Background: an optimization exercise with open tools, aiming at small area, a short achievable clock period and few clock cycles per item. Do not read the settings as production practice. Power and IR drop assume default switching activity.

==> inputs of maple <==
Design boholt_dec, start of the top module:
module boholt_dec (
    input  wire        clk,
    input  wire        rst,
    input  wire        in_valid,
    input  wire [31:0] in_data,
    input  wire        in_last,
    output wire        in_ready,
    output reg         out_valid,
    output reg  [15:0] out_item,
    output reg         done,
    output wire [2:0]  res_fault,
    output wire [12:0] res_fault_pos,
    output wire        res_crc_bad,
    output wire [12:0] res_count,
    output wire        hist_we,
    output wire [11:0] hist_waddr,
    output wire [15:0] hist_wdata,
    output reg         hist_re,
    output reg  [11:0] hist_raddr,
    input  wire [15:0] hist_rdata
);
Settings: LEC_CHECK=0, CAP_MARGIN=20, CORE_MARGIN=2, CORE_UTILIZATION=40, PLACE_DENSITY=0.6, SETUP_SLACK_MARGIN=5, SLEW_MARGIN=20; clock period 12.0 ns.
standard.sh (not shown) runs the stock make flow with config.mk's settings and CLKGATE_MAP_FILE= SYNTH_SCRIPT=/design/flow/synth_recipe.tcl, a recipe that flattens the netlist after the stock synthesis.
==> flow/flow/run.sh <==
#!/bin/bash
set -euo pipefail
MARGIN=${MARGIN:-8.0}
sed "s/SETUP_SLACK_MARGIN=[0-9.]*/SETUP_SLACK_MARGIN=$MARGIN/" standard.sh > standard_margin.sh
bash standard_margin.sh > standard.log 2>&1
==> inputs of juniper, as changes to maple <==
--- a/flow/design.v
+++ b/flow/design.v
@@ -11,16 +11,16 @@
     output wire [2:0]  res_fault,
     output wire [12:0] res_fault_pos,
     output wire        res_crc_bad,
     output wire [12:0] res_count,
     output wire        hist_we,
     output wire [11:0] hist_waddr,
     output wire [15:0] hist_wdata,
-    output reg         hist_re,
-    output reg  [11:0] hist_raddr,
+    output wire        hist_re,
+    output wire [11:0] hist_raddr,
     input  wire [15:0] hist_rdata
 );
     localparam [15:0] SYNC = 16'hB0B7;
     localparam [31:0] CRC_RESIDUE = 32'hDEBB20E3;
     localparam [2:0] F_NONE     = 3'd0,
                      F_ILLEGAL  = 3'd1,
                      F_DISTANCE = 3'd2,
@@ -78,15 +78,15 @@
     reg         lp0, lp1;        
     reg         pay_end;         
     reg  [1:0]  ph;              
     reg  [11:0] wl;              
     reg         wl_nz;           
     reg  [1:0]  pl_lo;           
     reg         cut, stored;
-    reg  [12:0] room;            
+    reg  [12:0] maxn;            
     reg  [12:0] n_p;             
     reg  [2:0]  fault;
     reg         crc_bad;
     reg         tdone;           
     reg         pdone;           
     reg         end_pending;     
     reg  [31:0] crc;             
@@ -100,83 +100,31 @@
     reg  [11:0] cmd_r;           
     reg         cmd_one;         
     reg  [11:0] cp_n;            
     reg         e_idle;          
     reg         e_le1;           
     reg         cp_ram;          
     reg         cp_p2;           
-    reg         pre_q;           
+    reg  [11:0] rptr;
     reg         rd_done;         
-    reg         flt;             
     reg  [15:0] prev2;
     reg  [11:0] wcnt;            
     assign res_fault     = fault;
-    assign res_fault_pos = flt ? n_p : 13'd0;
+    assign res_fault_pos = (fault == F_NONE) ? 13'd0 : n_p;
     assign res_crc_bad   = crc_bad;
     assign res_count     = n_p;
     wire cmd_ram  = (cmd_k == C_RAM);
     wire pop      = cmd_v && e_idle && (!cmd_ram || rd_done);
+    wire pre_rd   = cmd_v && cmd_ram && !rd_done && e_le1;
     wire cmd_free = !cmd_v || pop;
     wire pop_cp   = pop && (cmd_k == C_P1 || cmd_k == C_P2 || cmd_k == C_RAM);
-    wire        at_max  = (room == 13'd0);
-    wire [11:0] d_m1    = tok_w[15:4];                 
-    reg  [11:0] len_m1;                                
-    always @(*) begin
-        case (tok_c)
-            T_SRUN:  len_m1 = {8'd0, tok_w[5:2]};
-            T_LRUN:  len_m1 = tok_w[14:3];
-            default: len_m1 = {2'd0, tok_w[25:16]} + 12'd2;
-        endcase
-    end
-    wire        over    = {1'b0, len_m1} >= room;      
-    wire [11:0] cmd_r_n = n_p[11:0] + ~d_m1;           
-    wire        is_cp   = (tok_c == T_SRUN || tok_c == T_LRUN || tok_c == T_MATCH);
-    wire        dist_bad = (tok_c == T_MATCH) ? ({1'b0, d_m1} >= n_p) : (n_p == 13'd0);
-    wire chk_en  = (st == S_BODY) && tok_v && !pdone && cmd_free;
-    wire tok_pop = chk_en;
-    reg        k_end;
-    reg [2:0]  k_fault;
-    reg        k_push;
-    always @(*) begin
-        k_end   = 1'b0;
-        k_fault = F_NONE;
-        k_push  = 1'b0;
-        if (stored && at_max) begin
-            k_end = 1'b1;
-        end else case (tok_c)
-            T_LIT, T_STO: begin
-                if (at_max) begin k_end = 1'b1; k_fault = F_OVERRUN; end
-                else k_push = 1'b1;
-            end
-            T_SRUN, T_LRUN, T_MATCH: begin
-                if (dist_bad)  begin k_end = 1'b1; k_fault = F_DISTANCE; end
-                else if (over) begin k_end = 1'b1; k_fault = F_OVERRUN; end
-                else k_push = 1'b1;
-            end
-            T_EOB: begin
-                k_end = 1'b1;
-                if (!at_max && !cut) k_fault = F_TRUNC;
-            end
-            T_ILL: begin
-                k_end = 1'b1; k_fault = F_ILLEGAL;
-            end
-            default: begin   
-                k_end = 1'b1;
-                if (!cut) k_fault = F_TRUNC;
-            end
-        endcase
-    end
-    wire e_le1_n   = !e_idle ? ((cp_n[11:2] == 10'd0) && !(cp_n[1] && cp_n[0])) :
-                     pop_cp  ? (cmd_a[11:1] == 11'd0) : 1'b1;
-    wire rd_first  = e_le1_n &&
-                     ((cmd_v && !pop && cmd_ram && !pre_q) ||
-                      (chk_en && tok_c == T_MATCH && d_m1[11:1] != 11'd0));
-    wire rd_second = pre_q && !cmd_one;
-    wire rd_more   = (!e_idle && cp_ram && (cp_n[11:2] != 10'd0 || cp_n[1:0] == 2'd3)) ||
-                     (pop && cmd_ram && cmd_a[11:1] != 11'd0);
+    assign hist_re    = pre_rd ||
+                        (pop && cmd_ram && !cmd_one) ||
+                        (!e_idle && cp_ram && !e_le1);
+    assign hist_raddr = pre_rd ? cmd_r : rptr;
     assign hist_we    = out_valid;
     assign hist_waddr = wcnt;
     assign hist_wdata = out_item;
     wire emit = !e_idle || (pop && cmd_k != C_END);
     reg [15:0] eval;
     always @(*) begin
         if (!e_idle)
@@ -190,47 +138,91 @@
     end
     always @(posedge clk) begin
         if (rst) begin
             cp_n      <= 12'd0;
             e_idle    <= 1'b1;
             e_le1     <= 1'b1;
             rd_done   <= 1'b0;
-            pre_q     <= 1'b0;
-            hist_re   <= 1'b0;
             out_valid <= 1'b0;
             done      <= 1'b0;
             wcnt      <= 12'hFFF;
         end else begin
             out_valid <= emit;
             done      <= pop && (cmd_k == C_END);
             if (emit) begin
                 out_item <= eval;
                 prev2    <= out_item;
                 wcnt     <= wcnt + 12'd1;
             end
             if (pop && cmd_k == C_END)
                 wcnt <= 12'hFFF;
-            hist_re    <= rd_first || rd_second || rd_more;
-            hist_raddr <= !rd_first ? hist_raddr + 12'd1 :
-                          cmd_free  ? cmd_r_n : cmd_r;
-            pre_q      <= rd_first;
-            rd_done    <= pre_q;
+            if (hist_re)
+                rptr <= hist_raddr + 12'd1;
+            rd_done <= pre_rd;
             if (!e_idle) begin
                 cp_n   <= cp_n - 12'd1;
                 e_idle <= e_le1;
                 e_le1  <= (cp_n[11:2] == 10'd0) && !(cp_n[1] && cp_n[0]);
             end else if (pop_cp) begin
                 cp_n   <= cmd_a[11:0];
                 e_idle <= cmd_one;
                 e_le1  <= (cmd_a[11:1] == 11'd0);
                 cp_ram <= cmd_ram;
                 cp_p2  <= (cmd_k == C_P2);
             end
         end
     end
+    wire [12:0] room    = maxn - n_p;                  
+    wire        at_max  = (n_p == maxn);
+    wire [11:0] d_m1    = tok_w[15:4];                 
+    reg  [11:0] len_m1;                                
+    always @(*) begin
+        case (tok_c)
+            T_SRUN:  len_m1 = {8'd0, tok_w[5:2]};
+            T_LRUN:  len_m1 = tok_w[14:3];
+            default: len_m1 = {2'd0, tok_w[25:16]} + 12'd2;
+        endcase
+    end
+    wire        over    = {1'b0, len_m1} >= room;      
+    wire        is_cp   = (tok_c == T_SRUN || tok_c == T_LRUN || tok_c == T_MATCH);
+    wire        dist_bad = (tok_c == T_MATCH) ? ({1'b0, d_m1} >= n_p) : (n_p == 13'd0);
+    wire chk_en  = (st == S_BODY) && tok_v && !pdone && cmd_free;
+    wire tok_pop = chk_en;
+    reg        k_end;
+    reg [2:0]  k_fault;
+    reg        k_push;
+    always @(*) begin
+        k_end   = 1'b0;
+        k_fault = F_NONE;
+        k_push  = 1'b0;
+        if (stored && at_max) begin
+            k_end = 1'b1;
+        end else case (tok_c)
+            T_LIT, T_STO: begin
+                if (at_max) begin k_end = 1'b1; k_fault = F_OVERRUN; end
+                else k_push = 1'b1;
+            end
+            T_SRUN, T_LRUN, T_MATCH: begin
+                if (dist_bad)  begin k_end = 1'b1; k_fault = F_DISTANCE; end
+                else if (over) begin k_end = 1'b1; k_fault = F_OVERRUN; end
+                else k_push = 1'b1;
+            end
+            T_EOB: begin
+                k_end = 1'b1;
+                if (!at_max && !cut) k_fault = F_TRUNC;
+            end
+            T_ILL: begin
+                k_end = 1'b1; k_fault = F_ILLEGAL;
+            end
+            default: begin   
+                k_end = 1'b1;
+                if (!cut) k_fault = F_TRUNC;
+            end
+        endcase
+    end
     wire [63:0] dw  = {s1, s0};
     wire [25:0] win = dw[o +: 26];
     wire [5:0] c;
     assign c[0] = !stored && !win[0];
     assign c[1] = !stored && win[0] && !win[1];
     assign c[2] = !stored && win[1:0] == 2'b11 && !win[2];
     assign c[3] = !stored && win[2:0] == 3'b111 && !win[3];
@@ -309,15 +301,14 @@
             tdone       <= 1'b1;
             pdone       <= 1'b1;
             tok_v       <= 1'b0;
             end_pending <= 1'b0;
             cmd_v       <= 1'b0;
             n_p         <= 13'd0;
             fault       <= F_NONE;
-            flt         <= 1'b0;
             crc_bad     <= 1'b0;
         end else begin
             if (in_ready) begin
                 s1 <= in_data;
                 l1 <= in_last;
             end
             if (pop) cmd_v <= 1'b0;
@@ -334,15 +325,15 @@
                             f_w1bad <= (s1[31:30] != 2'd0) || (s1[29:27] > 3'd4) ||
                                        (h_count > 13'd4096);
                             f_c0    <= (h_count == 13'd0);
                             f_plnc  <= (h_plen[1:0] != 2'd0) || (h_plen > 14'd8192);
                             f_plc   <= (h_plen > 14'd8708);
                             f_st    <= (h_plen != {h_count[12:1] + {12'd0, h_count[0]}, 2'b00});
                             f_pz    <= (h_plen == 14'd0);
-                            room    <= h_count;
+                            maxn    <= h_count;
                             wl      <= h_plen[13:2] + {11'd0, (h_plen[1:0] != 2'd0)} + 12'd1;
                             pl_lo   <= h_plen[1:0];
                         end
                         hhalf <= 1'b1;
                         if (hhalf) begin
                             v1 <= 1'b0;
                             if (hidx == 2'd3) st <= S_CHK;
@@ -356,31 +347,29 @@
                     end
                 end
                 S_CHK: begin
                     if (chk_go) begin
                         hw <= 3'd0;
                         if (hdr_bad) begin
                             fault       <= F_HEADER;
-                            flt         <= 1'b1;
                             n_p         <= 13'd0;
                             crc_bad     <= 1'b0;
                             cmd_v       <= 1'b1;
                             cmd_k       <= C_END;
                             end_pending <= 1'b1;
                             st          <= l1 ? S_HDR : S_DRAIN;
                         end else begin
                             st      <= S_BODY;
                             cut     <= h_cut;
                             stored  <= h_stored;
                             wl      <= h_cut ? wl - 12'd1 : wl;
                             wl_nz   <= !(h_cut && f_pz);
-                            if (h_cut && !h_stored && room == 13'd0) room <= 13'd4096;
+                            if (h_cut && !h_stored && maxn == 13'd0) maxn <= 13'd4096;
                             n_p     <= 13'd0;
                             fault   <= F_NONE;
-                            flt     <= 1'b0;
                             crc_bad <= 1'b0;
                             crc     <= 32'hFFFFFFFF;
                             tdone   <= 1'b0;
                             pdone   <= 1'b0;
                             tok_v   <= 1'b0;
                             pay_end <= f_pz;
                             v0      <= 1'b0;
@@ -399,28 +388,26 @@
                     ph <= (ph == 2'd1) ? 2'd2 : 2'd0;
                     if (cmd_free) begin
                         cmd_k   <= (tok_c == T_LIT || tok_c == T_STO) ? C_LIT :
                                    (tok_c != T_MATCH || d_m1 == 12'd0) ? C_P1 :
                                    (d_m1 == 12'd1) ? C_P2 : C_RAM;
                         cmd_a   <= (tok_c == T_STO) ? tok_w[15:0] :
                                    (tok_c == T_LIT) ? tok_w[16:1] : {4'd0, len_m1};
-                        cmd_r   <= cmd_r_n;
+                        cmd_r   <= n_p[11:0] + ~d_m1;
                         cmd_one <= (len_m1 == 12'd0);
                     end
                     if (tok_pop) begin
                         tok_v <= 1'b0;
                         if (k_end) begin
                             pdone <= 1'b1;
                             fault <= k_fault;
-                            flt   <= (k_fault != F_NONE);
                         end
                         if (k_push) begin
                             cmd_v <= 1'b1;
                             n_p   <= is_cp ? n_p + {1'b0, len_m1} + 13'd1 : n_p + 13'd1;
-                            room  <= is_cp ? room + {1'b1, ~len_m1} : room - 13'd1;
                         end
                     end
                     if (ten) begin
                         tok_v <= 1'b1;
                         tok_c <= t_cls;
                         tok_w <= win;
                         o     <= o_next;
==> flow/flow/run.sh (replaced) <==
#!/bin/bash
set -euo pipefail
MARGIN=${MARGIN:-7.5}
sed "s/SETUP_SLACK_MARGIN=[0-9.]*/SETUP_SLACK_MARGIN=$MARGIN/" standard.sh > standard_margin.sh
bash standard_margin.sh > standard.log 2>&1
==> qor summary <==
Status: juniper complete, no violations; maple complete, no violations
Die boundary height: juniper 244 µm; maple 243 µm
Pleak: juniper 10.0 nW; maple 10.3 nW
Post-Synth Adder-Cell Area: juniper 5.25%; maple 5.35%
Seq/Total Area, Yosys: juniper 37.9%; maple 38.6%
Part of the cycle the worst path needs: juniper 37.8%; maple 34.9%
Count of clock tree sinks: juniper 311; maple 314
Instance count on the critical path: juniper 6; maple 7
Initial antenna violation count: juniper 0; maple 6
Number of diodes: juniper 0; maple 2
Clock buffers and inverters, area share: juniper 4.72%; maple 4.47%
Proportion of power drawn by combinational gates: juniper 55.2%; maple 49.7%
Die Wd: juniper 244 µm; maple 243 µm
Function was not checked in any run of this note: the RTL went through the layout flow alone.

==> port drivers added, routing unchanged <==
In the flow no input, the clock included, has a driving cell. The finished layouts below were timed again as built, in two steps. Step 1 sets driving cells, clkbuf_16 on the clock port and buf_2 on the other inputs (assumed; they add their load-dependent delay and slew). Step 2, shift: input delay + t, output delay - t, t = (earliest + latest rising clock arrival at the registers) / 2. This alone moves slack from input paths to output paths. a / b / c = ideal / step 1 / step 2; a / b = the first two.
run	t (ns)	slack for setup (ns)	clock arrival spread, ns	slew at the worst register clock pin (ns)	pins driven straight from the clock port
maple	0.617	7.814 / 7.754 / 7.553	0.017 / 0.017	0.06 / 0.06	1
juniper	0.629	7.468 / 7.404 / 7.311	0.019 / 0.019	0.07 / 0.07	1
After both steps setup and hold are still met in every run listed. For maple, which loses most, drivers alone change the setup slack by -0.060 ns; drivers and shift together by -0.261 ns.
